What follows belongs to an exercise in optimizing a design on an open flow for small area, a short achievable clock period and few clock cycles per item; a production flow would make more cautious choices.

Design stripe_engine, start of the top module:
module stripe_engine (
  input  wire        clk,
  input  wire        rst,
  input  wire        cmd_valid,
  output wire        cmd_ready,
  input  wire [1:0]  cmd_op,        
  input  wire [4:0]  cmd_dcount,    
  input  wire [21:0] cmd_miss,      
  input  wire        cmd_miss_p,    
  input  wire        cmd_miss_q,    
  input  wire        in_valid,
  output wire        in_ready,
  input  wire [63:0] in_data,
  output wire        res_valid,
  input  wire        res_ready,
  output reg  [2:0]  res_status,
  output reg  [4:0]  res_pos,
  output reg  [63:0] res_p,
  output reg  [63:0] res_q,
  output reg  [63:0] res_dx,
  output reg  [63:0] res_dy
);
  localparam ST_OK = 3'd0, ST_QBAD = 3'd1, ST_PBAD = 3'd2, ST_LOST = 3'd3, ST_DBAD = 3'd4;
  function automatic [7:0] gf_mul(input [7:0] a, input [7:0] b);
    reg [7:0] r, t;
    integer i;
    begin
      r = 8'h00;
      t = a;
      for (i = 0; i < 8; i = i + 1) begin
        if (b[i]) r = r ^ t;
        t = {t[6:0], 1'b0} ^ (t[7] ? 8'h1D : 8'h00);
      end
      gf_mul = r;
    end
  endfunction
  function automatic [7:0] gf_xtime(input [7:0] a);
    gf_xtime = {a[6:0], 1'b0} ^ (a[7] ? 8'h1D : 8'h00);
  endfunction
  function automatic [7:0] gf_xinv(input [7:0] a);
    gf_xinv = {1'b0, a[7:1]} ^ (a[0] ? 8'h8E : 8'h00);
  endfunction
  function automatic [7:0] g_pos(input [4:0] e);
    g_pos =
      (e == 5'd0) ? 8'h01 :
      (e == 5'd1) ? 8'h02 :
      (e == 5'd2) ? 8'h04 :
      (e == 5'd3) ? 8'h08 :
      (e == 5'd4) ? 8'h10 :
      (e == 5'd5) ? 8'h20 :
      (e == 5'd6) ? 8'h40 :
      (e == 5'd7) ? 8'h80 :
      (e == 5'd8) ? 8'h1D :
      (e == 5'd9) ? 8'h3A :
      (e == 5'd10) ? 8'h74 :
  ...
Size in the first run: about 3300 cells after synthesis, ~530 flip-flops.
clock: 15.0 ns
lec_check: 0
cap_margin: 20
core_margin: 2
core_utilization: 65
place_density: 0.75
slew_margin: 20
standard.sh (not shown) runs the stock make flow with config.mk's settings and CLKGATE_MAP_FILE= SYNTH_SCRIPT=/design/flow/synth_recipe.tcl, a recipe that flattens the netlist after the stock synthesis.
==> flow/flow/run.sh <==
#!/bin/bash
# Standard ORFS layout with a tighter repair target and small port buffers.
set -euo pipefail
bash standard.sh SETUP_SLACK_MARGIN=10.8 \
  "BUFFER_PORTS_ARGS=-buffer_cell sky130_fd_sc_hd__buf_1" finish > orfs_make.log 2>&1
==> next run, changes <==
==> flow/flow/run.sh (replaced) <==
#!/bin/bash
# Standard ORFS layout with a tighter repair target and small port buffers.
set -euo pipefail
bash standard.sh SETUP_SLACK_MARGIN=10.6 \
  "BUFFER_PORTS_ARGS=-buffer_cell sky130_fd_sc_hd__buf_1" finish > orfs_make.log 2>&1
Outcome: The new run went through all stages and came out clean. Clock skew went up by 0.014 ns. Wire length went down by 5.9%. Critical path depth is unchanged. Count of clock-buffer cells in the layout went down by 10.
Function was not checked in any run of this note: the RTL went through the layout flow alone.

========
== v6 ==
stripe_engine, a different RTL version from the one above (not shown whole).
For scale: about 530 flip-flops, ~370 I/O pins.
export LEC_CHECK = 0
export ABC_CLOCK_PERIOD_IN_PS = 4000
export CAP_MARGIN = 20
export CORE_MARGIN = 2
export CORE_UTILIZATION = 65
export PLACE_DENSITY = 0.75
export SLEW_MARGIN = 20
create_clock -name core_clock -period 15.0 [get_ports {clk}]
==> flow/flow/run.sh <==
#!/bin/bash
# Standard ORFS layout with a tighter repair target and small port buffers.
set -euo pipefail
bash standard.sh SETUP_SLACK_MARGIN=10.6 \
  "BUFFER_PORTS_ARGS=-buffer_cell sky130_fd_sc_hd__buf_1" finish > orfs_make.log 2>&1
Input-level comparison between v7 and v6:
diff --git a/flow/config.mk b/flow/config.mk
--- a/flow/config.mk
+++ b/flow/config.mk
@@ -6,5 +6,4 @@
 export NUM_CORES = 4
 export LEC_CHECK = 0
-export ABC_CLOCK_PERIOD_IN_PS = 4000
 export CAP_MARGIN = 20
 export CORE_MARGIN = 2
### Flow results
Hold slack came out exactly the same in v7 and v6.
Post-route standard cell area excluding fillers came out exactly the same in v7 and v6.
Diff v7..v6 | data arrival time of the critical path | negligible
Diff v6 -> v7: area enclosed by the die boundary level, non-filler instance count after layout level, pin count of the biggest net entering global routing level.
No functional check of the RTL was part of any run of this note.

==> re-timing with driven ports <==
How much do the figures lean on ideal ports? The routed layouts below were timed once more, with nothing changed but the port constraints. Step 1, drivers: a clkbuf_16 drives clk and a buf_2 each remaining input, both assumed. Step 2 moves the port delays by t, midway between the first and last clock arrival at a register: inputs arrive t later, outputs are due t later. That takes back most of the time a late clock gives input paths. a / b / c = no drivers / after step 1 / after step 2; a / b = the first two.
run	t, ns	setup WS [ns]	worst hold slack (ns)
the first run of note 1	0.684	10.635 / 10.570 / 10.172	0.473 / 0.473 / 0.473
the second run of note 1	0.677	10.603 / 10.539 / 10.044	0.471 / 0.471 / 0.471
v6	0.670	10.596 / 10.537 / 10.026	0.484 / 0.484 / 0.484
v7	0.670	10.596 / 10.537 / 10.026	0.484 / 0.484 / 0.484
After both steps setup and hold are still met in every run listed.
